Background: an optimization exercise with open tools, aiming at small area. Do not read the settings as production practice.
At most, simulation tests tie the RTL to the original design; equivalence was not proved.
No functional check of the RTL was part of runs 3 to 5.
No activity file was given, so power comes from the tool's default toggle rates.

### design/flow/config.mk
export PLATFORM = sky130hd
export DESIGN_NAME = sd_channel
export DESIGN_NICKNAME = sd_channel
export VERILOG_FILES = /design/flow/design.v
export SDC_FILE = /design/flow/constraint.sdc
export NUM_CORES = 4
export LEC_CHECK = 0
export CAP_MARGIN = 20
export CORE_MARGIN = 2
export CORE_UTILIZATION = 40
export SLEW_MARGIN = 20
### design/flow/constraint.sdc
create_clock -name core_clock -period 10.0 [get_ports {clk}]
set_input_delay 2.0000 -clock core_clock [delete_from_list [all_inputs] [get_ports {clk}]]
set_output_delay 2.0000 -clock core_clock [all_outputs]
set_load 0.01 [all_outputs]
### design/flow/design.v
module sd_div #(
  parameter W = 9             
) (
  input  wire         first,
  input  wire [W-1:0] init,   
  input  wire [W-1:0] rem,    
  input  wire         in,     
  input  wire [W:0]   d,      
  output wire [W-1:0] rem_n,
  output wire         q
);
  wire [W-1:0] prev = first ? init : rem;
  wire [W:0]   t    = {prev, in};
  wire [W:0]   s    = t - d;
  assign q     = t >= d;
  assign rem_n = q ? s[W-1:0] : t[W-1:0];
endmodule
module sd_channel (
  input  wire        clk,
  input  wire        rst,
  input  wire        start,
  input  wire [9:0]  osr,
  input  wire [6:0]  fosr,
  input  wire [3:0]  qual,
  input  wire        en_hi,
  input  wire        en_lo,
  input  wire [15:0] hi,
  input  wire [15:0] lo,
  input  wire        bit_valid,
  input  wire        bit_in,
  output wire        main_valid,
  output wire [23:0] main_code,
  output wire        main_ovr,
  output wire        fast_valid,
  output wire [15:0] fast_code,
  output wire        trip_hi,
  output wire        trip_lo,
  output reg         lost
);
  reg  [9:0]  r;
  reg  [6:0]  f;
  reg  [3:0]  qu;
  reg         cen_hi, cen_lo;
  reg  [15:0] thr_hi, thr_lo;
  always @(posedge clk) begin
    if (start) begin
      r      <= osr;
      f      <= fosr;
      qu     <= qual;
      cen_hi <= en_hi;
      cen_lo <= en_lo;
      thr_hi <= hi;
      thr_lo <= lo;
    end
  end
  wire [9:0] rm1 = r - 10'd1;
  wire [6:0] fm1 = f - 7'd1;
  reg running;
  wire take = running && bit_valid;
  reg       have_last;
  reg       last_bit;
  reg [8:0] run_len;
  wire       same  = have_last && (bit_in == last_bit);
  wire       stuck = same && (run_len == 9'd255);
  wire       eval  = take && !stuck;
  always @(posedge clk) begin
    if (rst) begin
      running <= 1'b0;
      lost    <= 1'b0;
    end else if (start) begin
      running <= 1'b1;
      lost    <= 1'b0;
    end else if (take && stuck) begin
      running <= 1'b0;
      lost    <= 1'b1;
    end
  end
  always @(posedge clk) begin
    if (start) begin
      have_last <= 1'b0;
      run_len   <= 9'd0;
    end else if (take) begin
      have_last <= 1'b1;
      last_bit  <= bit_in;
      run_len   <= same ? run_len + 9'd1 : 9'd0;
    end
  end
  reg       pbit;         
  reg       upd;          
  reg       va, vb, vf;   
  reg [6:0] nb;           
  reg       wr;           
  always @(posedge clk) begin
    if (rst) upd <= 1'b0;
    else     upd <= eval;
    if (eval) begin
      pbit <= bit_in;
      va   <= wr || (nb >= f);
      vb   <= wr || ({1'b0, nb} >= {f, 1'b0});
      vf   <= wr || ({1'b0, nb} + 8'd2 >= {f, 1'b0});
    end
    if (start) begin
      nb <= 7'd0;
      wr <= 1'b0;
    end else if (eval) begin
      nb <= nb + 7'd1;
      if (nb == 7'd127) wr <= 1'b1;
    end
  end
  reg [127:0] hx;
  reg [6:0]   tc;
  reg         hw;         
  reg         pa, pb;     
  wire [6:0] v   = nb - tc;
  wire [6:0] ua  = v - f;
  wire [6:0] ub  = v - {f[5:0], 1'b0};
  wire       wm  = hw && (v[4:0] == 5'd1);
  always @(posedge clk) begin
    if (rst) tc <= 7'd0;
    else     tc <= tc + 7'd1;
    hx <= {hx[0], hx[127:1]};
    if (wm) begin
      case (v[6:5])
        2'd0: hx[127] <= pbit;
        2'd1: hx[31]  <= pbit;
        2'd2: hx[63]  <= pbit;
        default: hx[95] <= pbit;
      endcase
    end
    if (rst || start) hw <= 1'b0;
    else if (eval)    hw <= 1'b1;
    else if (wm)      hw <= 1'b0;
    if (ua[4:0] == 5'd0) pa <= hx[{ua[6:5], 5'd0}];
    if (ub[4:0] == 5'd0) pb <= hx[{ub[6:5], 5'd0}];
  end
  reg signed [8:0]  dd;
  reg signed [13:0] x2;
  wire signed [2:0] sm = pbit ? 3'sd1 : -3'sd1;
  wire signed [2:0] sa = va ? (pa ? 3'sd1 : -3'sd1) : 3'sd0;
  wire signed [2:0] sb = vb ? (pb ? 3'sd1 : -3'sd1) : 3'sd0;
  wire signed [8:0]  dd_n = dd + sm - (sa <<< 1) + sb;
  wire signed [13:0] x2_n = x2 + dd_n;
  always @(posedge clk) begin
    if (start) begin
      dd <= 9'sd0;
      x2 <= 14'sd0;
    end else if (upd) begin
      dd <= dd_n;
      x2 <= x2_n;
    end
  end
  reg [4:0] fc;           
  always @(posedge clk) begin
    if (rst)             fc <= 5'd0;
    else if (upd && vf)  fc <= 5'd27;
    else if (fc != 5'd0) fc <= fc - 5'd1;
  end
  wire       ffirst = fc == 5'd27;
  wire       fsgn   = x2[13];
  wire [4:0] fk     = fc - 5'd21;
  wire       fin    = (fc >= 5'd21) ? x2[fk[2:0]] : 1'b0;
  wire [6:0] fp     = x2[13:7];
  wire [6:0] finit1 = fsgn ? fp + f : fp;
  reg  [5:0]  fr1, fr2;
  reg  [3:0]  fr3;
  reg  [15:0] fsr;
  wire [5:0]  fr1_n, fr2_n;
  wire [3:0]  fr3_n;
  wire        fq1, fq2, fq3;
  sd_div #(.W(6)) u_f1 (.first(ffirst), .init(finit1[5:0]), .rem(fr1), .in(fin),
                        .d(f), .rem_n(fr1_n), .q(fq1));
  sd_div #(.W(6)) u_f2 (.first(ffirst), .init(fsgn ? fm1[5:0] : 6'd0), .rem(fr2), .in(fq1),
                        .d(f), .rem_n(fr2_n), .q(fq2));
  sd_div #(.W(4)) u_f3 (.first(ffirst), .init(fsgn ? 4'd13 : 4'd0), .rem(fr3), .in(fq2),
                        .d(5'd14), .rem_n(fr3_n), .q(fq3));
  always @(posedge clk) begin
    fr1 <= fr1_n;
    fr2 <= fr2_n;
    fr3 <= fr3_n;
    fsr <= {fsr[14:0], fq3};
  end
  wire        finex = (fr1 != 6'd0) || (fr2 != 6'd0);
  wire        fcar  = fsgn ? ({1'b0, fr3} + 5'd6 + finex >= 5'd14) : (fr3 >= 4'd7);
  wire [16:0] fres  = {fsgn, fsr} + fcar;
  wire        fovf  = fres[16] ^ fres[15];
  wire [15:0] fcode = fovf ? (fres[16] ? 16'h8000 : 16'h7fff) : fres[15:0];
  assign fast_valid = fc == 5'd1;
  assign fast_code  = fcode;
  reg [4:0] hrun, lrun;
  wire above = cen_hi && ($signed(fcode) >= $signed(thr_hi));
  wire below = cen_lo && ($signed(fcode) <= $signed(thr_lo));
  assign trip_hi = above && (hrun == {1'b0, qu});
  assign trip_lo = below && (lrun == {1'b0, qu});
  always @(posedge clk) begin
    if (start) begin
      hrun <= 5'd0;
      lrun <= 5'd0;
    end else if (fast_valid) begin
      hrun <= above ? (hrun[4] ? hrun : hrun + 5'd1) : 5'd0;
      lrun <= below ? (lrun[4] ? lrun : lrun + 5'd1) : 5'd0;
    end
  end
  reg  [4:0] mf;
  wire       mf0  = mf == 5'd0;
  wire       fend = mf == 5'd28;
  always @(posedge clk) begin
    if (rst) mf <= 5'd0;
    else     mf <= fend ? 5'd0 : mf + 5'd1;
  end
  reg mpend, mact, mbit;
  always @(posedge clk) begin
    if (rst || start) begin
      mpend <= 1'b0;
      mact  <= 1'b0;
    end else begin
      if (fend) mact <= mpend;
      if (eval)      mpend <= 1'b1;
      else if (fend) mpend <= 1'b0;
    end
    if (fend) mbit <= pbit;
  end
  reg clr, clr2;
  always @(posedge clk) begin
    if (start) begin
      clr  <= 1'b1;
      clr2 <= 1'b0;
    end else if (clr && fend) begin
      if (clr2) clr <= 1'b0;
      clr2 <= 1'b1;
    end
  end
  reg [9:0] pc;           
  reg [1:0] ndec;         
  reg [5:0] mdc;          
  wire      mdec = pc == 10'd0;
  wire      fill = mact && mdec;
  reg [28:0] i1, i2, i3, z1, z2, z3;
  reg [28:0] xs;
  reg        c1, c2, c3, e1, e2, e3;
  wire ci1 = mf0 ? mbit : c1;        
  wire n1  = i1[0] ^ ~mbit ^ ci1;
  wire co1 = (i1[0] & ~mbit) | (i1[0] & ci1) | (~mbit & ci1);
  wire ci2 = mf0 ? 1'b0 : c2;
  wire n2  = i2[0] ^ n1 ^ ci2;
  wire co2 = (i2[0] & n1) | (i2[0] & ci2) | (n1 & ci2);
  wire ci3 = mf0 ? 1'b0 : c3;
  wire n3  = i3[0] ^ n2 ^ ci3;
  wire co3 = (i3[0] & n2) | (i3[0] & ci3) | (n2 & ci3);
  wire bi1 = mf0 ? 1'b1 : e1;        
  wire m1  = n3 ^ ~z3[0] ^ bi1;
  wire eo1 = (n3 & ~z3[0]) | (n3 & bi1) | (~z3[0] & bi1);
  wire bi2 = mf0 ? 1'b1 : e2;
  wire m2  = m1 ^ ~z1[0] ^ bi2;
  wire eo2 = (m1 & ~z1[0]) | (m1 & bi2) | (~z1[0] & bi2);
  wire bi3 = mf0 ? 1'b1 : e3;
  wire m3  = m2 ^ ~z2[0] ^ bi3;
  wire eo3 = (m2 & ~z2[0]) | (m2 & bi3) | (~z2[0] & bi3);
  wire       mfirst = mdc == 6'd56;
  wire       msg    = xs[28];
  wire       min    = (mdc >= 6'd29) && xs[27];
  wire [8:0] minit  = msg ? rm1[8:0] : 9'd0;
  reg  [8:0] mr1, mr2, mr3;
  reg  [3:0] mr4;
  wire [8:0] mr1_n, mr2_n, mr3_n;
  wire [3:0] mr4_n;
  wire       mq1, mq2, mq3, mq4;
  sd_div #(.W(9)) u_m1 (.first(mfirst), .init(minit), .rem(mr1), .in(min),
                        .d(r), .rem_n(mr1_n), .q(mq1));
  sd_div #(.W(9)) u_m2 (.first(mfirst), .init(minit), .rem(mr2), .in(mq1),
                        .d(r), .rem_n(mr2_n), .q(mq2));
  sd_div #(.W(9)) u_m3 (.first(mfirst), .init(minit), .rem(mr3), .in(mq2),
                        .d(r), .rem_n(mr3_n), .q(mq3));
  sd_div #(.W(4)) u_m4 (.first(mfirst), .init(msg ? 4'd13 : 4'd0), .rem(mr4), .in(mq3),
                        .d(5'd14), .rem_n(mr4_n), .q(mq4));
  always @(posedge clk) begin
    c1 <= co1; c2 <= co2; c3 <= co3;
    e1 <= eo1; e2 <= eo2; e3 <= eo3;
    i1 <= {clr ? 1'b0 : (mact ? n1 : i1[0]), i1[28:1]};
    i2 <= {clr ? 1'b0 : (mact ? n2 : i2[0]), i2[28:1]};
    i3 <= {clr ? 1'b0 : (mact ? n3 : i3[0]), i3[28:1]};
    z3 <= {clr ? 1'b0 : (fill ? n3 : z3[0]), z3[28:1]};
    z1 <= {fill ? m1 : z1[0], z1[28:1]};
    z2 <= {fill ? m2 : z2[0], z2[28:1]};
    xs <= fill ? {m3, xs[28:1]} : {xs[27:0], mq4};
    mr1 <= mr1_n;
    mr2 <= mr2_n;
    mr3 <= mr3_n;
    mr4 <= mr4_n;
  end
  always @(posedge clk) begin
    if (start) begin
      pc   <= osr - 10'd3;
      ndec <= 2'd0;
    end else if (mact && fend) begin
      pc <= mdec ? rm1 : pc - 10'd1;
      if (mdec && ndec != 2'd2) ndec <= ndec + 2'd1;
    end
    if (rst)                                    mdc <= 6'd0;
    else if (mact && fend && mdec && ndec == 2'd2) mdc <= 6'd56;
    else if (mdc != 6'd0)                       mdc <= mdc - 6'd1;
  end
  wire        minex = (mr1 != 9'd0) || (mr2 != 9'd0) || (mr3 != 9'd0);
  wire        mcar  = msg ? ({1'b0, mr4} + 5'd6 + minex >= 5'd14) : (mr4 >= 4'd7);
  wire [24:0] mres  = xs[24:0] + mcar;
  wire        movf  = mres[24] ^ mres[23];
  reg [1:0] mch;          
  always @(posedge clk) begin
    if (start)           mch <= 2'b00;
    else if (main_valid) mch <= {mch[0], movf};
  end
  assign main_valid = mdc == 6'd1;
  assign main_code  = movf ? (mres[24] ? 24'h800000 : 24'h7fffff) : mres[23:0];
  assign main_ovr   = movf || (mch != 2'b00);
endmodule
### design/flow/run.sh
#!/bin/bash
# synth_recipe.tcl (not shown) runs the flow's synth.tcl, then flattens the netlist and writes it again
# the make line also repeats each setting of config.mk as NAME=value (left out here)
make -C /OpenROAD-flow-scripts/flow DESIGN_CONFIG=/design/flow/config.mk WORK_HOME=/design/flow/orfs CLKGATE_MAP_FILE= SYNTH_SCRIPT=/design/flow/synth_recipe.tcl finish
==> results.json, run 1 <==
{
  "status": "no timing/DRC/antenna violations",
  "antenna_cells": 0,
  "crit_path_start_kind": "register",
  "power_frac_comb_pct": 34.3,
  "grt_start_max_net_pins": 72,
  "power_frac_clock_pct": 28.1,
  "swShare_pct": 33.1,
  "cts_tree": "yes",
  "final_cells": 3085,
  "cp.required_ns": 8.00,
  "chipHeight_um": 244,
  "die_width_um": 244,
  "drive_above_1_share_pct": 8.36,
  "async_flop_share_pct": 0,
  "clk-insertion-delay-late_ns": 0.61,
  "synth_area_mm2": 0.0231,
  "setup_ws_ns": 0.715,
  "areaGrowthSynthToFinish_pct": 16.5,
  "portBuffers": 105,
  "total_power_w": 0.00753,
  "tightest_slew_ns": 1.05,
  "ctsHoldBuffers": 0,
  "cts_max_level": 2,
  "slowest_stage": "a32oi_2",
  "crit_path_frequent_cell": "ha_1",
  "wire_per_inst_um": 15.1,
  "synth_ff_type": "dfxtp_1",
  "post-cts-setup-buffer-count": 0,
  "clkTransAtPathRegs_ns": 0.06,
  "wl_mm": 46.7,
  "fin_crit_sh_pct": 92.8,
  "cts_buffers": 56,
  "gp_congestion": 0.854,
  "dr.pass1.iters": 5,
  "drcViolationCount": 0,
  "layout_min_cycle_time_ns": 9.28,
  "post-place-cells": 2983,
  "cp-end-kind": "primary output",
  "ys_seq_area_share_pct": 51.7,
  "power.internal_w": 0.00504,
  "cts-root-buf": "clkbuf_16",
  "synthAdderAreaFrac_pct": 11.8,
  "nets": 2536,
  "max_slew_margin_pct": 30.0,
  "via_count": 15261,
  "pre_cts_ws_ns": 0.972,
  "grt_pass1_vias": 15469,
  "yosysWarnings": 1,
  "syn-num-nets": 2411,
  "leakage_nw": 11.1,
  "seqPwrFrac_pct": 37.5,
  "synthSimpleGateAreaFrac_pct": 11.7,
  "grt_pass1_wl_mm": 77.7,
  "synthDistinctLibCells": 83,
  "critPathMaxFanout": 16,
  "grt_use_total_pct": 15.7,
  "rsz0062_at_grt": "false",
  "finalSetupTns_ns": 0,
  "synthCells": 2151,
  "slew_viol_final": 0,
  "setup.worst_path.class": "reg2out",
  "vias_per_cell": 4.95,
  "antenna_found_initial": 0,
  "dp_hpwl_mm": 33.0,
  "cap_violations": 0,
  "die_area_mm2": 0.0596,
  "ant_nets": 0,
  "power.density_mw_per_mm2": 280,
  "io_pins": 106,
  "fin_worst_skew_ns": 0.0271,
  "syn_area_per_cell_um2": 10.7,
  "switching_power_w": 0.00249,
  "num_rows": 88,
  "setup_viol": 0,
  "ir_worst_vdd_v": 0.000164,
  "clock_path_buffers": 3,
  "core_area_mm2": 0.0574,
  "start_util_pct": 40.2,
  "synth_edf_count": 73,
  "yosys.area_share.xor_xnor_pct": 6.15,
  "grt_overflow": 0,
  "max_clock_freq_mhz": 108,
  "synth_mux_area_share_pct": 5.03,
  "synth-seq-cells": 559,
  "cts_resized": 0,
  "synth_top_family_by_area": "adder cells",
  "hold_path_class": "reg2reg",
  "synth-compound-area-share_pct": 10.2,
  "cts_sinks": 559,
  "worstPathArrival_ns": 7.28,
  "max_stage_delay_ns": 0.66,
  "dr.first_iter.drc_count": 682,
  "hold_violations": 0
}
-- layer usage --
| metal | GRT usage (%) | share of wire (%) | up-vias | routed length, µm |
|---|---|---|---|---|
| met5 | 0 | 0 | - | 0 |
| met3 | 2.61 | 3.2 | 65 | 1490 |
| met4 | 4.16 | 2.0 | 0 | 922 |
| li1 | - | - | 7714 | - |
| met2 | 26.0 | 46 | 195 | 21400 |
| met1 | 21.3 | 49 | 7287 | 22900 |
-- state kept, by name, indices dropped and copies added (netlist names), 7 cells and up --
signal / flops
run_len: 9
thr_hi: 16
thr_lo: 16
xs: 29
tc: 7
i3: 29
mr3: 9
r: 10
z2: 29
z3: 29
dd: 9
f: 7
x2: 14
z1: 29
fsr: 16
hx: 128
i2: 29
nb: 7
pc: 10
mr1: 9
mr2: 9
i1: 29
-- synth_stat cells, types with 3 or more instances --
master    count  share of area [%]
dfxtp_1     486                 42
ha_1        171                9.3
inv_1       153                2.5
nor2_1      150                2.4
nand2_1     129                2.1
a21oi_1     114                2.5
o21ai_0     107                2.3
xnor2_1      96                3.6
edfxtp_1     73                9.5
xor2_1       66                2.5
a21o_1       57                1.9
mux2_2       55                2.7
nand3_1      53                1.2
mux2i_1      44                1.9
nor3_1       38               0.82
nor2b_1      31               0.84
fa_1         29                2.5
nand4_1      27               0.73
clkbuf_1     26               0.42
and3_1       17               0.46
nand2b_1     17               0.46
nor4_1       17               0.46
a211oi_1     13               0.42
a31oi_1      11               0.30
and4_1       11               0.42
buf_2        11               0.24
buf_1        10               0.16
o211ai_1     10               0.33
o21a_1        9               0.29
or2_2         8               0.22
or3_1         8               0.22
a21boi_0      6               0.20
o31ai_1       6               0.20
and2_1        5               0.14
nor3b_1       5               0.16
o21bai_1      5               0.16
a32oi_1       4               0.15
a41oi_1       4               0.15
mux4_2        4               0.39
nor4b_1       4               0.15
a221o_1       3               0.13
nand4b_1      3               0.11
or4_1         3              0.098
-- power groups by stage --
stage / clock network (W) / logic (W) / registers [W]
finish: 0.00212 / 0.00258 / 0.00283
global route: 0.00228 / 0.00289 / 0.00286
CTS: 0.00219 / 0.00260 / 0.00282
detailed placement: 0 / 0.00257 / 0.00287
global placement: 0 / 0.00252 / 0.00286
floorplan: 0 / 0.00188 / 0.00277
-- layout make-up --
class / count / area (µm²)
clock buffer: 77 / 1640
clock inverter: 25 / 264
fill: 5194 / 30500
inverter: 154 / 578
multi-input combinational: 1388 / 10400
sequential: 559 / 11900
tap: 765 / 957
timing repair buffer: 117 / 1140
-- metrics by stage --
| step | hold WS (ns) | util, % | instance area, µm² |
|---|---|---|---|
| floorplan | 0.310 | - | 23100 |
| global placement | 0.311 | 43.5 | 25000 |
| detailed placement | 0.312 | 43.5 | 25000 |
| CTS | 0.297 | 46.8 | 26900 |
| global route | 0.318 | 46.8 | 26900 |
| finish | 0.305 | 46.8 | 26900 |
-- cell families (layout without fill, tap and decap cells) --
| kind of cell | Yosys count | count (layout) |
|---|---|---|
| multiplexers | 104 | 104 |
| AND/OR/NAND/NOR | 543 | 543 |
| AO/OA/AOI/OAI | 379 | 379 |
| buffers and inverters | 204 | 373 |
| adder cells (fa/ha/maj) | 200 | 200 |
| flip-flops | 559 | 559 |
| XOR/XNOR | 162 | 162 |
-- worst paths after layout --
| kind | from | end | slack [ns] | depth (start not counted) |
|---|---|---|---|---|
| setup / recovery | fr2[2]$_DFF_P_ | trip_lo | 0.72 | 26 |
| hold / removal | i3[3]$_DFF_P_ | i3[2]$_DFF_P_ | 0.30 | 0 |
| setup reg to reg | mdc[0]$_SDFFE_PP0N_ | mr4[2]$_DFF_P_ | 2.36 | 31 |
| hold reg to reg | i3[3]$_DFF_P_ | i3[2]$_DFF_P_ | 0.30 | 0 |
-- placed cells by master (no fill, tap or decap), types with 57 or more instances in the layout --
cell,instances
dfxtp_1,486
ha_1,171
nand2_1,129
nor2_1,150
edfxtp_1,73
o21ai_0,106
a21o_1,57
clkbuf_16,58
inv_1,153
xnor2_1,96
xor2_1,66
clkdlybuf4s50_1,104
a21oi_1,114
-- critical path: cells and delay by family (launching register included) --
| kind | cells | cell delay, ns |
|---|---|---|
| buffers and inverters | 2 | 0.67 |
| AO/OA/AOI/OAI | 11 | 2.67 |
| flip-flops | 1 | 0.31 |
| adder cells (fa/ha/maj) | 5 | 1.37 |
| AND/OR/NAND/NOR | 8 | 1.63 |
==> run 2, diff against run 1 <==
--- a/design/flow/config.mk
+++ b/design/flow/config.mk
@@ -7,5 +7,6 @@
 export LEC_CHECK = 0
+export ABC_AREA = 1
 export CAP_MARGIN = 20
 export CORE_MARGIN = 2
-export CORE_UTILIZATION = 40
+export CORE_UTILIZATION = 60
 export SLEW_MARGIN = 20
==> run 2 against run 1 <==
Against the previous run:
- still clean on timing, DRC and antenna
- non-clock buffer count is 5 lower
- final cell count is 4.7% higher
- cell area is 0.49% lower
- sequential share of layout area is 0.22 points higher
- critical path depth is 4 higher
- worst setup slack better by 0.59 ns
- clock power is 2% lower
- via count is 9.9% higher
- die area is 32% lower
- highest routed layer unchanged
==> results.json, run 2 <==
{
  "status": "no timing/DRC/antenna violations",
  "cts_resized": 0,
  "final_cells": 3229,
  "async_flop_share_pct": 0,
  "final_core_util_pct": 69.5,
  "cts_buffers": 55,
  "min-delay-start": "i2[12]$_DFF_P_",
  "areaGrowthSynthToFinish_pct": 14.8,
  "antenna_found_initial": 0,
  "wire_per_inst_um": 14.9,
  "ir_worst_vdd_v": 0.000193,
  "rsz0062_at_grt": "false",
  "top_register": "hx",
  "die_width_um": 201,
  "setup_viol": 0,
  "syn-num-nets": 2800,
  "clkTransAtPathRegs_ns": 0.06,
  "start_util_pct": 60.5,
  "io_pins": 106,
  "core_area_mm2": 0.0385,
  "fillerInstances": 3024,
  "cts_max_level": 2,
  "yosysMostFrequentCell": "dfxtp_1",
  "most-common-layout-cells": "486 x dfxtp_1, 413 x nand2_1, 369 x inv_1",
  "critPathTopFamily": "simple AND/OR/NAND/NOR gates",
  "synthTopCellsByCount": "486 x dfxtp_1, 413 x nand2_1, 369 x inv_1",
  "dr.first_iter.drc_count": 899,
  "cp-end-kind": "primary output",
  "synth-seq-cells": 559,
  "portBuffers": 105,
  "crit_path_frequent_cell": "ha_1",
  "grt_overflow": 0,
  "cp.required_ns": 8.00,
  "hold_path_class": "reg2reg",
  "fin_crit_sh_pct": 87.0,
  "antenna_cells": 0,
  "gp_congestion": 0.883,
  "ys_seq_area_share_pct": 51.2,
  "synth_ff_type": "dfxtp_1",
  "critical_path_buf_inv_count": 3,
  "syn_area_per_cell_um2": 9.17,
  "synth_edf_count": 73,
  "cts_sinks": 559,
  "hold_depth": 0,
  "leakage_nw": 12.1,
  "max_slew_margin_pct": 34.6,
  "cts_tree": "yes",
  "synth_area_mm2": 0.0233,
  "worstHoldEndpoint": "i2[11]$_DFF_P_",
  "grt_start_max_net_pins": 75,
  "ctsHoldBuffers": 0,
  "via_count": 16765,
  "seqCellArea_mm2": 0.0119,
  "grt_use_total_pct": 24.0,
  "dp_hpwl_mm": 33.6,
  "die_area_mm2": 0.0404,
  "critPathMaxFanout": 11,
  "vias_per_cell": 5.19,
  "yosysWarnings": 1,
  "hold_violations": 0,
  "nets": 2930,
  "post-place-cells": 3131,
  "synth_top_area_share_pct": 41.8,
  "max_stage_delay_ns": 0.54,
  "grt_pass1_wl_mm": 80.0,
  "cap_violations": 0,
  "rr_startpoint": "mdc[0]$_SDFFE_PP0N_",
  "tightest_slew_ns": 0.979,
  "num_rows": 72,
  "clock_path_buffers": 3,
  "fin_worst_skew_ns": 0.0520,
  "layout_min_cycle_time_ns": 8.70,
  "reg2reg_depth": 32,
  "r2r_setup_slack_ns": 2.32,
  "synthCells": 2540,
  "mostFrequentLayoutCell": "dfxtp_1",
  "ant_nets": 0,
  "post-cts-setup-buffer-count": 0,
  "worstPathArrival_ns": 6.70,
  "clk-insertion-delay-late_ns": 0.63,
  "wl_mm": 48.0,
  "drcViolationCount": 0,
  "max_clock_freq_mhz": 115,
  "chipHeight_um": 201,
  "slowest_stage": "clkdlybuf4s50_1",
  "multiInputGateArea_mm2": 0.00980,
  "finalSetupTns_ns": 0,
  "r2r_end": "mr4[1]$_DFF_P_",
  "synth.area.top_cells": "dfxtp_1 42%, edfxtp_1 9.4%, ha_1 9.2%",
  "synthDistinctLibCells": 59,
  "setup.worst_path.class": "reg2out",
  "yosys.area.top_type": "dfxtp_1",
  "grt_pass1_vias": 16342,
  "crit_path_start_kind": "register",
  "dr.pass1.iters": 7,
  "largest_register_ff_count": 128,
  "cts-root-buf": "clkbuf_16",
  "drive_above_1_share_pct": 5.13,
  "slew_viol_final": 0,
  "power.density_mw_per_mm2": 277
}
## run 2: cell count changes after synthesis, moves of 30 or more
cell,delta
nand2_1,+284
inv_1,+216
o21ai_0,+68
mux2_2,-55
xnor2_1,-55
nand3_1,+52
a21o_1,-46
mux2i_1,-43
a21oi_1,+40
nor2b_1,-30
## run 2: final cells by class
type                    instances  share of cell area [%]
clock buffers                  73                    5.91
clock inverters                25                    1.09
inverters                     371                    5.23
multi-input cells            1571                    36.6
flip-flops and latches        559                    44.6
well taps                     518                    2.42
repair buffers                112                    4.12
## run 2: worst max path at each step
stage,cells past startpoint,start,to
after detailed placement,30,fr2[1]$_DFF_P_,trip_hi
final,30,fr2[0]$_DFF_P_,trip_hi
after global placement,30,fr2[1]$_DFF_P_,trip_hi
after CTS,30,fr2[0]$_DFF_P_,trip_hi
after global routing,30,fr2[0]$_DFF_P_,trip_hi
after floorplan,32,fr1[5]$_DFF_P_,trip_hi
## run 2: cell families after synthesis
family          count (synthesis)  synth area share (%)
buf+inv                       410                  6.73
flops                         559                  51.2
fa+ha+maj                     200                  11.7
mux                             1                0.0430
xor+xnor                      136                  5.15
compound gates                418                  10.0
simple gates                  816                  15.1
## run 2: per-stage QoR
stage	cell area [µm²]	hold slack [ns]	total power, W	setup slack, ns
global route	26700	0.318	0.00790	0.814
global placement	24900	0.310	0.00527	2.21
floorplan	23300	0.310	0.00455	3.39
CTS	26700	0.310	0.00744	1.21
detailed placement	24900	0.312	0.00533	1.93
finish	26700	0.317	0.00740	1.30
## run 2: report_power, final
group	switching [W]	internal (W)	leakage, nW
Sequential	0.000208	0.00254	4.67
Clock	0.000899	0.00118	0.907
Combinational	0.00151	0.00106	6.57
## run 2: layer usage
layer,global-route usage [%],share of wire (%),vias to the layer above
li1,-,-,8584
met1,32.2,47,7765
met2,40.4,47,346
met3,3.72,4.4,70
met4,6.59,1.8,0
met5,0,0,-
==> run 3, diff against run 2 <==
--- a/design/flow/design.v
+++ b/design/flow/design.v
@@ -7,3 +7,3 @@
   input  wire         in,     
-  input  wire [W:0]   d,      
+  input  wire [W:0]   dm1,    
   output wire [W-1:0] rem_n,
@@ -13,4 +13,4 @@
   wire [W:0]   t    = {prev, in};
-  wire [W:0]   s    = t - d;
-  assign q     = t >= d;
+  wire [W+1:0] s    = {1'b0, t} + {1'b1, ~dm1};    
+  assign q     = ~s[W+1];
   assign rem_n = q ? s[W-1:0] : t[W-1:0];
@@ -39,3 +39,3 @@
 );
-  reg  [9:0]  r;
+  reg  [9:0]  rm1;        
   reg  [6:0]  f;
@@ -46,3 +46,3 @@
     if (start) begin
-      r      <= osr;
+      rm1    <= osr_m1;
       f      <= fosr;
@@ -55,3 +55,3 @@
   end
-  wire [9:0] rm1 = r - 10'd1;
+  wire [9:0] osr_m1 = osr - 10'd1;
   wire [6:0] fm1 = f - 7'd1;
@@ -135,13 +135,13 @@
   end
-  reg signed [8:0]  dd;
-  reg signed [13:0] x2;
-  wire signed [2:0] sm = pbit ? 3'sd1 : -3'sd1;
-  wire signed [2:0] sa = va ? (pa ? 3'sd1 : -3'sd1) : 3'sd0;
-  wire signed [2:0] sb = vb ? (pb ? 3'sd1 : -3'sd1) : 3'sd0;
-  wire signed [8:0]  dd_n = dd + sm - (sa <<< 1) + sb;
-  wire signed [13:0] x2_n = x2 + dd_n;
+  reg [8:0]  dd;
+  reg [13:0] x2;
+  wire [3:0]  delta = {2'b00, pbit, 1'b0} - 4'd1
+                    - (va ? (pa ? 4'd2 : 4'd14) : 4'd0)
+                    + (vb ? (pb ? 4'd1 : 4'd15) : 4'd0);
+  wire [8:0]  dd_n  = dd + {{5{delta[3]}}, delta};
+  wire [13:0] x2_n  = x2 + {{5{dd_n[8]}}, dd_n};
   always @(posedge clk) begin
     if (start) begin
-      dd <= 9'sd0;
-      x2 <= 14'sd0;
+      dd <= 9'd0;
+      x2 <= 14'd0;
     end else if (upd) begin
@@ -170,7 +170,7 @@
   sd_div #(.W(6)) u_f1 (.first(ffirst), .init(finit1[5:0]), .rem(fr1), .in(fin),
-                        .d(f), .rem_n(fr1_n), .q(fq1));
+                        .dm1(fm1), .rem_n(fr1_n), .q(fq1));
   sd_div #(.W(6)) u_f2 (.first(ffirst), .init(fsgn ? fm1[5:0] : 6'd0), .rem(fr2), .in(fq1),
-                        .d(f), .rem_n(fr2_n), .q(fq2));
+                        .dm1(fm1), .rem_n(fr2_n), .q(fq2));
   sd_div #(.W(4)) u_f3 (.first(ffirst), .init(fsgn ? 4'd13 : 4'd0), .rem(fr3), .in(fq2),
-                        .d(5'd14), .rem_n(fr3_n), .q(fq3));
+                        .dm1(5'd13), .rem_n(fr3_n), .q(fq3));
   always @(posedge clk) begin
@@ -181,4 +181,6 @@
   end
-  wire        finex = (fr1 != 6'd0) || (fr2 != 6'd0);
-  wire        fcar  = fsgn ? ({1'b0, fr3} + 5'd6 + finex >= 5'd14) : (fr3 >= 4'd7);
+  wire        finex = (fr1_n != 6'd0) || (fr2_n != 6'd0);
+  reg         fcar;
+  always @(posedge clk)
+    fcar <= fsgn ? ({1'b0, fr3_n} + 5'd6 + finex >= 5'd14) : (fr3_n >= 4'd7);
   wire [16:0] fres  = {fsgn, fsr} + fcar;
@@ -233,4 +235,4 @@
   reg [1:0] ndec;         
-  reg [5:0] mdc;          
-  wire      mdec = pc == 10'd0;
+  reg [6:0] mdc;          
+  wire      mdec = pc == 10'd2;
   wire      fill = mact && mdec;
@@ -239,2 +241,4 @@
   reg        c1, c2, c3, e1, e2, e3;
+  reg        icy;         
+  wire       inc, icin;
   wire ci1 = mf0 ? mbit : c1;        
@@ -257,5 +261,5 @@
   wire eo3 = (m2 & ~z2[0]) | (m2 & bi3) | (~z2[0] & bi3);
-  wire       mfirst = mdc == 6'd56;
+  wire       mfirst = mdc == 7'd85;
   wire       msg    = xs[28];
-  wire       min    = (mdc >= 6'd29) && xs[27];
+  wire       min    = (mdc >= 7'd58) && xs[27];
   wire [8:0] minit  = msg ? rm1[8:0] : 9'd0;
@@ -267,9 +271,9 @@
   sd_div #(.W(9)) u_m1 (.first(mfirst), .init(minit), .rem(mr1), .in(min),
-                        .d(r), .rem_n(mr1_n), .q(mq1));
+                        .dm1(rm1), .rem_n(mr1_n), .q(mq1));
   sd_div #(.W(9)) u_m2 (.first(mfirst), .init(minit), .rem(mr2), .in(mq1),
-                        .d(r), .rem_n(mr2_n), .q(mq2));
+                        .dm1(rm1), .rem_n(mr2_n), .q(mq2));
   sd_div #(.W(9)) u_m3 (.first(mfirst), .init(minit), .rem(mr3), .in(mq2),
-                        .d(r), .rem_n(mr3_n), .q(mq3));
+                        .dm1(rm1), .rem_n(mr3_n), .q(mq3));
   sd_div #(.W(4)) u_m4 (.first(mfirst), .init(msg ? 4'd13 : 4'd0), .rem(mr4), .in(mq3),
-                        .d(5'd14), .rem_n(mr4_n), .q(mq4));
+                        .dm1(5'd13), .rem_n(mr4_n), .q(mq4));
   always @(posedge clk) begin
@@ -283,3 +287,4 @@
     z2 <= {fill ? m2 : z2[0], z2[28:1]};
-    xs <= fill ? {m3, xs[28:1]} : {xs[27:0], mq4};
+    xs <= fill ? {m3, xs[28:1]} : inc ? {xs[0] ^ icin, xs[28:1]} : {xs[27:0], mq4};
+    icy <= icin & xs[0];
     mr1 <= mr1_n;
@@ -291,11 +296,11 @@
     if (start) begin
-      pc   <= osr - 10'd3;
+      pc   <= osr_m1;
       ndec <= 2'd0;
     end else if (mact && fend) begin
-      pc <= mdec ? rm1 : pc - 10'd1;
+      pc <= (pc == 10'd0) ? rm1 : pc - 10'd1;
       if (mdec && ndec != 2'd2) ndec <= ndec + 2'd1;
     end
-    if (rst)                                    mdc <= 6'd0;
-    else if (mact && fend && mdec && ndec == 2'd2) mdc <= 6'd56;
-    else if (mdc != 6'd0)                       mdc <= mdc - 6'd1;
+    if (rst)                                       mdc <= 7'd0;
+    else if (mact && fend && mdec && ndec == 2'd2) mdc <= 7'd85;
+    else if (mdc != 7'd0)                          mdc <= mdc - 7'd1;
   end
@@ -303,4 +308,5 @@
   wire        mcar  = msg ? ({1'b0, mr4} + 5'd6 + minex >= 5'd14) : (mr4 >= 4'd7);
-  wire [24:0] mres  = xs[24:0] + mcar;
-  wire        movf  = mres[24] ^ mres[23];
+  assign inc  = (mdc <= 7'd30) && (mdc >= 7'd2);
+  assign icin = (mdc == 7'd30) ? mcar : icy;
+  wire        movf  = xs[24] ^ xs[23];
   reg [1:0] mch;          
@@ -310,4 +316,4 @@
   end
-  assign main_valid = mdc == 6'd1;
-  assign main_code  = movf ? (mres[24] ? 24'h800000 : 24'h7fffff) : mres[23:0];
+  assign main_valid = mdc == 7'd1;
+  assign main_code  = movf ? (xs[24] ? 24'h800000 : 24'h7fffff) : xs[23:0];
   assign main_ovr   = movf || (mch != 2'b00);
--- a/design/flow/config.mk
+++ b/design/flow/config.mk
@@ -7,6 +7,6 @@
 export LEC_CHECK = 0
-export ABC_AREA = 1
 export CAP_MARGIN = 20
 export CORE_MARGIN = 2
-export CORE_UTILIZATION = 60
+export CORE_UTILIZATION = 40
+export CTS_BUF_LIST = sky130_fd_sc_hd__clkbuf_4
 export SLEW_MARGIN = 20
==> run 3 against run 2 <==
Against the previous run:
- still clean on timing, DRC and antenna
- die area rose by 42%
- via count fell by 12%
- first-iteration DRC count fell by 24%
- sequential power is 1% lower
- critical path depth increased by 3
- combinational power down 13%
- register-to-register slack got worse by 1.0 ns
- synthesized cell count down 22%
- fmax barely moved
- global-route usage fell by 8.4 points
- clock power shrank 6%
- sequential share of layout area increased by 1.5 points
- largest power group unchanged
==> results.json, run 3 <==
{
  "max_stage_delay_ns": 0.48,
  "dp_hpwl_mm": 29.4,
  "final_area_mm2": 0.0260,
  "synth_mux_area_share_pct": 4.86,
  "clk-insertion-delay-late_ns": 0.96,
  "wl_mm": 43.5,
  "synth_top_area_share_pct": 44.1,
  "most-common-layout-cells": "489 x dfxtp_1, 216 x clkbuf_4, 173 x ha_1",
  "slew_viol_final": 0,
  "cts_resized": 0,
  "synthDistinctLibCells": 84,
  "nets": 2451,
  "dpl_cell_area_mm2": 0.0241,
  "gp_congestion": 0.843,
  "rsz0062_at_grt": "false",
  "start_util_pct": 40.4,
  "via_count": 14812,
  "areaGrowthSynthToFinish_pct": 17.0,
  "antenna_found_initial": 2,
  "ctsHoldBuffers": 0,
  "die_width_um": 240,
  "ys_seq_area_share_pct": 53.9,
  "fin_worst_skew_ns": 0.0558,
  "async_flop_share_pct": 0,
  "vias_per_cell": 4.82,
  "tightest_slew_ns": 0.979,
  "io_pins": 106,
  "core_area_mm2": 0.0550,
  "synthTopCellsByCount": "489 x dfxtp_1, 173 x ha_1, 138 x nor2_1",
  "setup.worst_path.start": "mdc[1]$_SDFFE_PP0N_",
  "synthSimpleGateAreaFrac_pct": 10.4,
  "cp-end-kind": "register",
  "yosys.area_share.xor_xnor_pct": 5.30,
  "fin_crit_sh_pct": 86.9,
  "holdWs_ns": 0.308,
  "grt_pass1_wl_mm": 72.2,
  "yosys.area.top_type": "dfxtp_1",
  "finalSetupTns_ns": 0,
  "mostFrequentLayoutCell": "dfxtp_1",
  "cts-root-buf": "clkbuf_4",
  "synth-seq-cells": 562,
  "worstPathArrival_ns": 9.50,
  "crit_path_start_kind": "register",
  "chipHeight_um": 240,
  "synth.area.top_cells": "dfxtp_1 44%, edfxtp_1 9.9%, ha_1 9.7%",
  "synth_ff_type": "dfxtp_1",
  "grt_overflow": 0,
  "fillerInstances": 5053,
  "synthAdderAreaFrac_pct": 11.5,
  "max_clock_freq_mhz": 115,
  "drcViolationCount": 0,
  "critPathMaxFanout": 30,
  "grt_pass1_vias": 15021,
  "synth_edf_count": 73,
  "synth-compound-area-share_pct": 10.8,
  "dr.first_iter.drc_count": 679,
  "syn_area_per_cell_um2": 11.2,
  "cts_buffers": 144,
  "yosysMostFrequentCell": "dfxtp_1",
  "grt_start_max_net_pins": 54,
  "rr_startpoint": "mdc[1]$_SDFFE_PP0N_",
  "clock_path_buffers": 3,
  "largest_register_ff_count": 128,
  "synthCells": 1983,
  "ir_worst_vdd_v": 0.000128,
  "cts_max_level": 4,
  "max_slew_margin_pct": 34.3,
  "cts_sinks": 562,
  "power.density_mw_per_mm2": 265,
  "synth_top_family_by_area": "adder cells",
  "post-cts-setup-buffer-count": 0,
  "setup_viol": 0,
  "layout_min_cycle_time_ns": 8.69,
  "cp.required_ns": 10.81,
  "wire_per_inst_um": 14.2,
  "min-delay-start": "hx[25]$_DFF_P_",
  "drive_above_1_share_pct": 14.3,
  "status": "no timing/DRC/antenna violations",
  "setup.worst_path.class": "reg2reg",
  "dr.pass1.iters": 5,
  "slowest_stage": "nand3_1",
  "num_rows": 86,
  "top_register": "hx",
  "grt_use_total_pct": 15.6,
  "hold_path_class": "reg2reg",
  "cap_violations": 0,
  "clkTransAtPathRegs_ns": 0.07,
  "yosysWarnings": 1,
  "hold_violations": 0,
  "leakage_nw": 11.2,
  "portBuffers": 105,
  "die_area_mm2": 0.0574,
  "cts_tree": "yes",
  "synth_area_mm2": 0.0222,
  "ant_nets": 0,
  "syn-num-nets": 2235,
  "crit_path_frequent_cell": "ha_1"
}
run 3: path summary, 6_finish.rpt:
| kind | endpoint | slack [ns] | cells past startpoint |
|---|---|---|---|
| worst max-delay path | mr3[5]$_DFF_P_ | 1.31 | 33 |
| worst min-delay path | hx[24]$_DFF_P_ | 0.31 | 0 |
| worst max register to register | mr3[5]$_DFF_P_ | 1.31 | 33 |
| worst min register to register | hx[24]$_DFF_P_ | 0.31 | 0 |
run 3: cell families after synthesis:
group,count (synthesis)
AOI/OAI and AO/OA,358
xor gates and xnor gates,132
adders and majority gates,193
buffers and inverters,178
DFF,562
muxes,95
and+or+nand+nor,465
run 3: final cells by class:
type                            instances  area (µm²)  area share [%]
Multi-Input combinational cell       1243        9540            36.7
Tap cell                              748         936            3.60
Clock inverter                         48         260            1.00
Sequential cell                       562       12000            46.1
Inverter                              132         495            1.91
Antenna cell                            7        17.5          0.0674
Clock buffer                          216        1620            6.24
Timing Repair Buffer                  116        1130            4.35
run 3: per-stage QoR:
stage,total power (W),util (%),setup slack (ns),instances
after floorplan,0.00435,-,2.58,1983
after global placement,0.00493,43.8,1.47,2801
after detailed placement,0.00498,43.8,1.34,2801
after CTS,0.00700,47.2,1.30,3065
after global routing,0.00740,47.2,0.627,3071
final,0.00689,47.3,1.31,3072
run 3: layer usage:
layer / share of wire (%) / global-route usage (%)
met1: 48 / 19.9
met2: 45 / 24.3
met3: 4.4 / 4.14
met4: 2.5 / 7.63
met5: 0 / 0
run 3: power breakdown:
part / internal [W] / switching [W] / total [W]
Clock: 0.00101 / 0.000938 / 0.00195
Combinational: 0.00110 / 0.00113 / 0.00224
Sequential: 0.00252 / 0.000189 / 0.00271
run 3: critical path, delay by kind of cell (launching register included):
| family | cells | cell delay [ns] |
|---|---|---|
| and+or+nand+nor | 4 | 1.01 |
| DFF | 1 | 0.36 |
| AOI/OAI and AO/OA | 18 | 4.11 |
| adders and majority gates | 6 | 1.83 |
| muxes | 1 | 0.32 |
| buffers and inverters | 4 | 0.91 |
==> run 4, diff against run 3 <==
--- a/design/flow/config.mk
+++ b/design/flow/config.mk
@@ -10,3 +10,3 @@
 export CORE_UTILIZATION = 40
-export CTS_BUF_LIST = sky130_fd_sc_hd__clkbuf_4
+export CTS_BUF_LIST = sky130_fd_sc_hd__clkbuf_8
 export SLEW_MARGIN = 20
==> run 4 against run 3 <==
Against the previous run:
- critical path depth unchanged
- final cell count shrank 3.5%
- sequential power hardly changed
- die area did not move
- hold slack about the same
- sequential share of layout area shrank 0.27 points
- fmax decreased by 0.17%
- non-clock buffer count stayed put
- worst setup slack got worse by 0.015 ns
==> results.json, run 4 <==
{
  "rr_startpoint": "mdc[1]$_SDFFE_PP0N_",
  "yosysWarnings": 1,
  "antenna_cells": 0,
  "cts_buffers": 90,
  "num_rows": 86,
  "areaGrowthSynthToFinish_pct": 17.6,
  "dpl_cell_area_mm2": 0.0241,
  "wire_per_inst_um": 14.5,
  "cts_max_level": 3,
  "critical_path_buf_inv_count": 4,
  "setup_viol": 0,
  "fillerInstances": 4943,
  "mostFrequentLayoutCell": "dfxtp_1",
  "fin_worst_skew_ns": 0.0338,
  "vias_per_cell": 4.85,
  "ctsHoldBuffers": 0,
  "portBuffers": 105,
  "clock_path_buffers": 3,
  "synthDistinctLibCells": 84,
  "reg2reg_depth": 33,
  "drcViolationCount": 0,
  "largest_register_ff_count": 128,
  "slowest_stage": "nand3_1",
  "final_cells": 2966,
  "clkTransAtPathRegs_ns": 0.06,
  "ant_nets": 0,
  "synth_area_mm2": 0.0222,
  "via_count": 14389,
  "max_stage_delay_ns": 0.50,
  "r2r_setup_slack_ns": 1.29,
  "grt_pass1_wl_mm": 71.4,
  "ys_seq_area_share_pct": 53.9,
  "seqCellArea_mm2": 0.0120,
  "power.density_mw_per_mm2": 272,
  "leakage_nw": 11.2,
  "drive_above_1_share_pct": 11.0,
  "yosys.area.top_type": "dfxtp_1",
  "worstPathArrival_ns": 9.26,
  "layout_min_cycle_time_ns": 8.71,
  "post-cts-setup-buffer-count": 0,
  "synth_ff_type": "dfxtp_1",
  "tightest_slew_ns": 0.971,
  "async_flop_share_pct": 0,
  "finalSetupTns_ns": 0,
  "setup.worst_path.start": "mdc[1]$_SDFFE_PP0N_",
  "core_area_mm2": 0.0550,
  "synth.area.top_cells": "dfxtp_1 44%, edfxtp_1 9.9%, ha_1 9.7%",
  "crit_cells": 33,
  "cts_sinks": 562,
  "setup.worst_path.class": "reg2reg",
  "io_pins": 106,
  "cp-endpoint": "mr3[3]$_DFF_P_",
  "synthTopCellsByCount": "489 x dfxtp_1, 173 x ha_1, 138 x nor2_1",
  "die_width_um": 240,
  "hold_path_class": "reg2reg",
  "start_util_pct": 40.4,
  "top_register": "hx",
  "syn-num-nets": 2235,
  "dr.first_iter.drc_count": 670,
  "status": "no timing/DRC/antenna violations",
  "cts_resized": 0,
  "synthCells": 1983,
  "cts-root-buf": "clkbuf_8",
  "wl_mm": 42.9,
  "yosysMostFrequentCell": "dfxtp_1",
  "cp-end-kind": "register",
  "final_area_mm2": 0.0261,
  "grt_use_total_pct": 15.2,
  "critPathTopFamily": "compound AO/OA/AOI/OAI gates",
  "crit_path_frequent_cell": "ha_1",
  "grt_start_max_net_pins": 54,
  "die_area_mm2": 0.0574,
  "ir_worst_vdd_v": 0.000164,
  "hold_violations": 0,
  "rsz0062_at_grt": "false",
  "antenna_found_initial": 0,
  "post-place-cells": 2801,
  "dp_hpwl_mm": 29.4,
  "fin_crit_sh_pct": 87.1,
  "gp_congestion": 0.843,
  "slew_viol_final": 0,
  "synth_edf_count": 73,
  "grt_pass1_vias": 14506,
  "max_clock_freq_mhz": 115,
  "most-common-layout-cells": "489 x dfxtp_1, 173 x ha_1, 148 x inv_1",
  "synth_top_area_share_pct": 44.1,
  "syn_area_per_cell_um2": 11.2,
  "clk-insertion-delay-late_ns": 0.68,
  "chipHeight_um": 240,
  "grt_overflow": 0,
  "nets": 2397,
  "crit_path_start_kind": "register",
  "cp.required_ns": 10.55,
  "r2r_end": "mr3[3]$_DFF_P_",
  "synth-seq-cells": 562,
  "multiInputGateArea_mm2": 0.00954,
  "cap_violations": 0,
  "cts_tree": "yes",
  "max_slew_margin_pct": 34.8,
  "critPathMaxFanout": 30,
  "dr.pass1.iters": 5
}
==> run 4: worst register-to-register path: cells and delay by family (launching register included) <==
family          cells  cell delay [ns]
compound gates     18             4.11
fa+ha+maj           6             1.84
buf+inv             4             0.91
flops               1             0.36
mux                 1             0.33
simple gates        4             1.03
==> run 4: worst min-delay path by stage <==
stage          slack, ns  cells after the start            start               to
2_1_floorplan       0.31                      0    hx[1]$_DFF_P_    hx[0]$_DFF_P_
5_1_grt             0.32                      0  hx[114]$_DFF_P_  hx[113]$_DFF_P_
6_report            0.31                      0   hx[49]$_DFF_P_   hx[48]$_DFF_P_
3_3_place_gp        0.31                      0    z3[8]$_DFF_P_    z3[7]$_DFF_P_
4_1_cts             0.31                      0   hx[74]$_DFF_P_   hx[73]$_DFF_P_
3_5_place_dp        0.31                      0  hx[112]$_DFF_P_  hx[111]$_DFF_P_
==> run 4: layout make-up <==
| type | instances | area share, % |
|---|---|---|
| Clock buffer | 116 | 6.11 |
| Clock inverter | 49 | 1.74 |
| Inverter | 132 | 1.90 |
| Multi-Input combinational cell | 1243 | 36.5 |
| Sequential cell | 562 | 45.8 |
| Tap cell | 748 | 3.58 |
| Timing Repair Buffer | 116 | 4.33 |
==> run 4: stage by stage <==
stage                     utilization, %  total power, W  hold WS, ns  setup WS (ns)
final                               47.5         0.00710        0.308           1.29
after floorplan                        -         0.00435        0.310           2.58
after global routing                47.5         0.00757        0.323          0.663
after detailed placement            43.8         0.00498        0.312           1.34
after global placement              43.8         0.00493        0.311           1.47
after CTS                           47.5         0.00720        0.313           1.32
==> run 4: cells by family after synthesis <==
kind of cell    synth area share [%]
mux                             4.86
fa+ha+maj                       11.5
xor+xnor                        5.30
simple gates                    10.4
buf+inv                         3.14
flops                           53.9
compound gates                  10.8
==> run 4: where the power goes <==
part	leakage (nW)	internal [W]	switching (W)	total, W
sequential	4.68	0.00253	0.000188	0.00271
clock	1.13	0.00122	0.000934	0.00216
combinational	5.39	0.00110	0.00113	0.00223
total	11.2	0.00485	0.00225	0.00710
==> run 4: per-layer routing <==
metal  routed length (µm)  track usage (%)  share of wire [%]
met3                 1680             3.32                3.9
met1                20800             20.0                 48
met4                 1210             5.83                2.8
met2                19200             24.4                 45
met5                    0                0                  0
==> run 5, diff against run 4 <==
--- a/design/flow/design.v
+++ b/design/flow/design.v
@@ -17,2 +17,22 @@
 endmodule
+module sd_add #(
+  parameter W = 8
+) (
+  input  wire [W-1:0] a,
+  input  wire [W-1:0] b,
+  input  wire         ci,
+  output wire [W-1:0] s,
+  output wire         co
+);
+  wire [W:0] c;
+  assign c[0] = ci;
+  genvar i;
+  generate
+    for (i = 0; i < W; i = i + 1) begin : g_bit
+      assign s[i]   = a[i] ^ b[i] ^ c[i];
+      assign c[i+1] = (a[i] & b[i]) | (c[i] & (a[i] ^ b[i]));
+    end
+  endgenerate
+  assign co = c[W];
+endmodule
 module sd_channel (
@@ -55,4 +75,6 @@
   end
-  wire [9:0] osr_m1 = osr - 10'd1;
-  wire [6:0] fm1 = f - 7'd1;
+  wire [9:0] osr_m1;
+  wire [6:0] fm1;
+  sd_add #(.W(10)) u_osr_m1 (.a(osr), .b(10'h3ff), .ci(1'b0), .s(osr_m1), .co());
+  sd_add #(.W(7))  u_fm1    (.a(f),   .b(7'h7f),   .ci(1'b0), .s(fm1),    .co());
   reg running;
@@ -77,2 +99,4 @@
   end
+  wire [8:0] run_inc;
+  sd_add #(.W(9)) u_run (.a(run_len), .b(9'd0), .ci(1'b1), .s(run_inc), .co());
   always @(posedge clk) begin
@@ -84,3 +108,3 @@
       last_bit  <= bit_in;
-      run_len   <= same ? run_len + 9'd1 : 9'd0;
+      run_len   <= same ? run_inc : 9'd0;
     end
@@ -92,2 +116,8 @@
   reg       wr;           
+  wire       nb_ge_f, nb_ge_2f, nb_ge_2fm2;
+  wire [6:0] nb_inc;
+  sd_add #(.W(7)) u_nbf   (.a(nb), .b(~f), .ci(1'b1), .s(), .co(nb_ge_f));
+  sd_add #(.W(8)) u_nb2f  (.a({1'b0, nb}), .b(~{f, 1'b0}), .ci(1'b1), .s(), .co(nb_ge_2f));
+  sd_add #(.W(8)) u_nb2f2 (.a({1'b0, nb}), .b(~{fm1, 1'b0}), .ci(1'b1), .s(), .co(nb_ge_2fm2));
+  sd_add #(.W(7)) u_nbi   (.a(nb), .b(7'd0), .ci(1'b1), .s(nb_inc), .co());
   always @(posedge clk) begin
@@ -97,5 +127,5 @@
       pbit <= bit_in;
-      va   <= wr || (nb >= f);
-      vb   <= wr || ({1'b0, nb} >= {f, 1'b0});
-      vf   <= wr || ({1'b0, nb} + 8'd2 >= {f, 1'b0});
+      va   <= wr || nb_ge_f;
+      vb   <= wr || nb_ge_2f;
+      vf   <= wr || nb_ge_2fm2;
     end
@@ -105,3 +135,3 @@
     end else if (eval) begin
-      nb <= nb + 7'd1;
+      nb <= nb_inc;
       if (nb == 7'd127) wr <= 1'b1;
@@ -113,5 +143,7 @@
   reg         pa, pb;     
-  wire [6:0] v   = nb - tc;
-  wire [6:0] ua  = v - f;
-  wire [6:0] ub  = v - {f[5:0], 1'b0};
+  wire [6:0] v, ua, ub, tc_inc;
+  sd_add #(.W(7)) u_v   (.a(nb), .b(~tc), .ci(1'b1), .s(v), .co());
+  sd_add #(.W(7)) u_ua  (.a(v), .b(~f), .ci(1'b1), .s(ua), .co());
+  sd_add #(.W(7)) u_ub  (.a(v), .b(~{f[5:0], 1'b0}), .ci(1'b1), .s(ub), .co());
+  sd_add #(.W(7)) u_tci (.a(tc), .b(7'd0), .ci(1'b1), .s(tc_inc), .co());
   wire       wm  = hw && (v[4:0] == 5'd1);
@@ -119,3 +151,3 @@
     if (rst) tc <= 7'd0;
-    else     tc <= tc + 7'd1;
+    else     tc <= tc_inc;
     hx <= {hx[0], hx[127:1]};
@@ -140,4 +172,6 @@
                     + (vb ? (pb ? 4'd1 : 4'd15) : 4'd0);
-  wire [8:0]  dd_n  = dd + {{5{delta[3]}}, delta};
-  wire [13:0] x2_n  = x2 + {{5{dd_n[8]}}, dd_n};
+  wire [8:0]  dd_n;
+  wire [13:0] x2_n;
+  sd_add #(.W(9))  u_dd (.a(dd), .b({{5{delta[3]}}, delta}), .ci(1'b0), .s(dd_n), .co());
+  sd_add #(.W(14)) u_x2 (.a(x2), .b({{5{dd_n[8]}}, dd_n}), .ci(1'b0), .s(x2_n), .co());
   always @(posedge clk) begin
@@ -152,2 +186,4 @@
   reg [4:0] fc;           
+  wire [4:0] fc_dec;
+  sd_add #(.W(5)) u_fcd (.a(fc), .b(5'h1f), .ci(1'b0), .s(fc_dec), .co());
   always @(posedge clk) begin
@@ -155,3 +191,3 @@
     else if (upd && vf)  fc <= 5'd27;
-    else if (fc != 5'd0) fc <= fc - 5'd1;
+    else if (fc != 5'd0) fc <= fc_dec;
   end
@@ -162,3 +198,5 @@
   wire [6:0] fp     = x2[13:7];
-  wire [6:0] finit1 = fsgn ? fp + f : fp;
+  wire [6:0] fpf;
+  sd_add #(.W(7)) u_fpf (.a(fp), .b(f), .ci(1'b0), .s(fpf), .co());
+  wire [6:0] finit1 = fsgn ? fpf : fp;
   reg  [5:0]  fr1, fr2;
@@ -191,2 +229,5 @@
   reg [4:0] hrun, lrun;
+  wire [4:0] hrun_inc, lrun_inc;
+  sd_add #(.W(5)) u_hri (.a(hrun), .b(5'd0), .ci(1'b1), .s(hrun_inc), .co());
+  sd_add #(.W(5)) u_lri (.a(lrun), .b(5'd0), .ci(1'b1), .s(lrun_inc), .co());
   wire above = cen_hi && ($signed(fcode) >= $signed(thr_hi));
@@ -200,4 +241,4 @@
     end else if (fast_valid) begin
-      hrun <= above ? (hrun[4] ? hrun : hrun + 5'd1) : 5'd0;
-      lrun <= below ? (lrun[4] ? lrun : lrun + 5'd1) : 5'd0;
+      hrun <= above ? (hrun[4] ? hrun : hrun_inc) : 5'd0;
+      lrun <= below ? (lrun[4] ? lrun : lrun_inc) : 5'd0;
     end
@@ -205,2 +246,4 @@
   reg  [4:0] mf;
+  wire [4:0] mf_inc;
+  sd_add #(.W(5)) u_mfi (.a(mf), .b(5'd0), .ci(1'b1), .s(mf_inc), .co());
   wire       mf0  = mf == 5'd0;
@@ -209,3 +252,3 @@
     if (rst) mf <= 5'd0;
-    else     mf <= fend ? 5'd0 : mf + 5'd1;
+    else     mf <= fend ? 5'd0 : mf_inc;
   end
@@ -235,3 +278,7 @@
   reg [1:0] ndec;         
-  reg [6:0] mdc;          
+  reg [6:0] mdc;
+  wire [9:0] pc_dec;
+  wire [6:0] mdc_dec;
+  sd_add #(.W(10)) u_pcd (.a(pc), .b(10'h3ff), .ci(1'b0), .s(pc_dec), .co());
+  sd_add #(.W(7))  u_mdd (.a(mdc), .b(7'h7f), .ci(1'b0), .s(mdc_dec), .co());          
   wire      mdec = pc == 10'd2;
@@ -299,3 +346,3 @@
     end else if (mact && fend) begin
-      pc <= (pc == 10'd0) ? rm1 : pc - 10'd1;
+      pc <= (pc == 10'd0) ? rm1 : pc_dec;
       if (mdec && ndec != 2'd2) ndec <= ndec + 2'd1;
@@ -304,3 +351,3 @@
     else if (mact && fend && mdec && ndec == 2'd2) mdc <= 7'd85;
-    else if (mdc != 7'd0)                          mdc <= mdc - 7'd1;
+    else if (mdc != 7'd0)                          mdc <= mdc_dec;
   end
--- a/design/flow/config.mk
+++ b/design/flow/config.mk
@@ -10,3 +10,5 @@
 export CORE_UTILIZATION = 40
-export CTS_BUF_LIST = sky130_fd_sc_hd__clkbuf_8
+export CTS_BUF_LIST = sky130_fd_sc_hd__clkbuf_16
+export CTS_CLUSTER_DIAMETER = 80
+export CTS_CLUSTER_SIZE = 28
 export SLEW_MARGIN = 20
==> run 5 against run 4 <==
Against the previous run:
- critical path depth down 6
- combinational power up 11%
- critical path type unchanged
- clock power down about 30%
- hold slack worse by 0.0082 ns
- sequential power about the same
- global-route usage down 1.1 points
- die area down 1.8%
- routed wire length down 9.3%
- still clean
- largest power group unchanged
==> results.json, run 5 <==
{
  "status": "no timing/DRC/antenna violations",
  "crit_path_start_kind": "register",
  "yosys.area.top_type": "dfxtp_1",
  "gp_congestion": 0.816,
  "rsz0062_at_grt": "false",
  "grt_pass1_vias": 13083,
  "async_flop_share_pct": 0,
  "dr.pass1.iters": 5,
  "drive_above_1_share_pct": 8.34,
  "tightest_slew_ns": 1.00,
  "dpl_cell_area_mm2": 0.0236,
  "clkTransAtPathRegs_ns": 0.10,
  "leakage_nw": 10.5,
  "synth_ff_type": "dfxtp_1",
  "slew_viol_final": 0,
  "mostFrequentLayoutCell": "dfxtp_1",
  "io_pins": 106,
  "grt_use_total_pct": 14.1,
  "synth_top_area_share_pct": 44.9,
  "fin_worst_skew_ns": 0.0309,
  "via_count": 12837,
  "synth.area.top_cells": "dfxtp_1 45%, edfxtp_1 10%, ha_1 9.9%",
  "yosysWarnings": 1,
  "synthCells": 1845,
  "ys_seq_area_share_pct": 55.0,
  "hold_violations": 0,
  "syn_area_per_cell_um2": 11.8,
  "wl_mm": 38.9,
  "max_clock_freq_mhz": 134,
  "fin_crit_sh_pct": 74.8,
  "setup_viol": 0,
  "holdWs_ns": 0.300,
  "vias_per_cell": 4.82,
  "ctsHoldBuffers": 0,
  "final_area_mm2": 0.0247,
  "synth-seq-cells": 562,
  "power.density_mw_per_mm2": 272,
  "synthTopCellsByCount": "489 x dfxtp_1, 173 x ha_1, 161 x inv_1",
  "ant_nets": 0,
  "wire_per_inst_um": 14.6,
  "antenna_cells": 0,
  "grt_pass1_wl_mm": 65.5,
  "grt_overflow": 0,
  "cts_sinks": 562,
  "core_area_mm2": 0.0538,
  "fillerInstances": 4899,
  "drcViolationCount": 0,
  "dr.first_iter.drc_count": 543,
  "areaGrowthSynthToFinish_pct": 13.3,
  "finalSetupTns_ns": 0,
  "cts_resized": 0,
  "cap_violations": 0,
  "die_width_um": 237,
  "critPathMaxFanout": 32,
  "cts_max_level": 2,
  "most-common-layout-cells": "489 x dfxtp_1, 173 x ha_1, 165 x inv_1",
  "portBuffers": 105,
  "chipHeight_um": 237,
  "cp.required_ns": 10.46,
  "yosysMostFrequentCell": "dfxtp_1",
  "antenna_found_initial": 0,
  "dp_hpwl_mm": 27.5,
  "post-cts-setup-buffer-count": 0,
  "cts_buffers": 34,
  "cp-end-kind": "register",
  "synthDistinctLibCells": 82,
  "setup.worst_path.class": "reg2reg",
  "num_rows": 85,
  "clock_path_buffers": 3,
  "max_slew_margin_pct": 32.7,
  "clk-insertion-delay-late_ns": 0.57,
  "nets": 2229,
  "start_util_pct": 40.5,
  "layout_min_cycle_time_ns": 7.48,
  "die_area_mm2": 0.0564,
  "grt_start_max_net_pins": 52,
  "top_register": "hx",
  "cts_tree": "yes",
  "ir_worst_vdd_v": 0.000169,
  "cts-root-buf": "clkbuf_16",
  "worstPathArrival_ns": 7.93,
  "synth_edf_count": 73,
  "syn-num-nets": 2128,
  "largest_register_ff_count": 128,
  "synth_area_mm2": 0.0218,
  "hold_path_class": "reg2reg"
}
## run 5: final cells by class
class | count | area (µm²) | area share [%]
clock buffers | 35 | 876 | 3.55
clock inverters | 21 | 253 | 1.02
inverters | 164 | 616 | 2.49
multi-input cells | 1068 | 8960 | 36.3
flip-flops and latches | 562 | 12000 | 48.5
well taps | 696 | 871 | 3.52
repair buffers | 116 | 1150 | 4.66
## run 5: layer usage
metal / global-route usage [%] / share of wire (%)
met1: 19.0 / 49
met2: 23.6 / 47
met4: 3.49 / 1.8
met3: 2.60 / 2.9
met5: 0 / 0
## run 5: critical path, stage by stage (launching register included)
cell     delay [ns]
dfxtp_1        0.35
inv_1          0.10
ha_1           0.18
and4_1         0.21
nand3_1        0.10
buf_4          0.26
a22o_1         0.31
fa_1           0.43
a21o_1         0.19
a21oi_2        0.17
o21ai_1        0.15
o41ai_4        0.30
o21ai_2        0.28
ha_1           0.29
fa_1           0.41
a21o_1         0.19
a21oi_2        0.16
o21ai_1        0.12
o41ai_2        0.29
o21ai_1        0.42
ha_1           0.38
fa_1           0.41
a21o_1         0.19
a21oi_2        0.17
o21ai_1        0.12
o41ai_2        0.32
o21ai_1        0.41
mux2_1         0.43
## run 5: cell families after synthesis
| group | synth area share, % |
|---|---|
| muxes | 5.04 |
| adders and majority gates | 14.5 |
| DFF | 55.0 |
| and+or+nand+nor | 8.68 |
| AOI/OAI and AO/OA | 9.63 |
| buffers and inverters | 3.97 |
| xor gates and xnor gates | 3.20 |
## run 5: path summary, 6_finish.rpt
kind,from,end,slack (ns),depth (start not counted)
worst max-delay path,mdc[1]$_SDFFE_PP0N_,mr3[1]$_DFF_P_,2.52,27
worst min-delay path,i2[16]$_DFF_P_,i2[15]$_DFF_P_,0.30,0
worst max register to register,mdc[1]$_SDFFE_PP0N_,mr3[1]$_DFF_P_,2.52,27
worst min register to register,i2[16]$_DFF_P_,i2[15]$_DFF_P_,0.30,0
## run 5: power breakdown
part	leakage, nW	total [W]	internal, W	switching [W]
Sequential	4.68	0.00273	0.00254	0.000192
Combinational	5.23	0.00248	0.00127	0.00121
Clock	0.564	0.00152	0.000691	0.000828
Total	10.5	0.00673	0.00449	0.00223
## run 5: through the flow
stage          total power, W  std cells  setup slack [ns]  util [%]
6_report              0.00673       2662              2.52      45.9
5_1_grt               0.00720       2662              1.89      45.9
4_1_cts               0.00681       2661              2.46      45.9
3_5_place_dp          0.00525       2605              2.57      43.8
3_3_place_gp          0.00519       2605              2.83      43.8
2_1_floorplan         0.00453       1845              3.13         -

-- what the ideal ports hide --
How much do the figures lean on ideal ports? The routed layouts below were timed once more, with nothing changed but the port constraints.
Step 1, drivers: a clkbuf_16 drives clk and a buf_2 each remaining input, both assumed.
Step 2 adds t to the input delays and takes it off the output delays; t is the mean of the earliest and latest rising clock arrival at the registers after step 1. Input paths then give back, and output paths get back, about the clock's delay inside the block.
Slacks: ideal ports / drivers / drivers and shift; pairs: ideal ports / drivers.
run | t, ns | slack for setup (ns) | worst hold slack (ns) | worst register clock-pin slew, ns | worst slew at a driven data input, ns
run 1 | 0.652 | 0.715 / 0.660 / 1.312 | 0.305 / 0.305 / 0.305 | 0.07 / 0.07 | 0.07
run 2 | 0.656 | 1.304 / 1.247 / 1.903 | 0.317 / 0.317 / 0.317 | 0.07 / 0.07 | 0.08
run 3 | 0.986 | 1.308 / 1.308 / 1.308 | 0.308 / 0.308 / 0.308 | 0.08 / 0.08 | 0.06
run 4 | 0.717 | 1.293 / 1.293 / 1.293 | 0.308 / 0.308 / 0.308 | 0.07 / 0.07 | 0.06
run 5 | 0.608 | 2.524 / 2.513 / 2.524 | 0.300 / 0.300 / 0.300 | 0.10 / 0.10 | 0.06
After both steps every run listed still meets setup and hold.
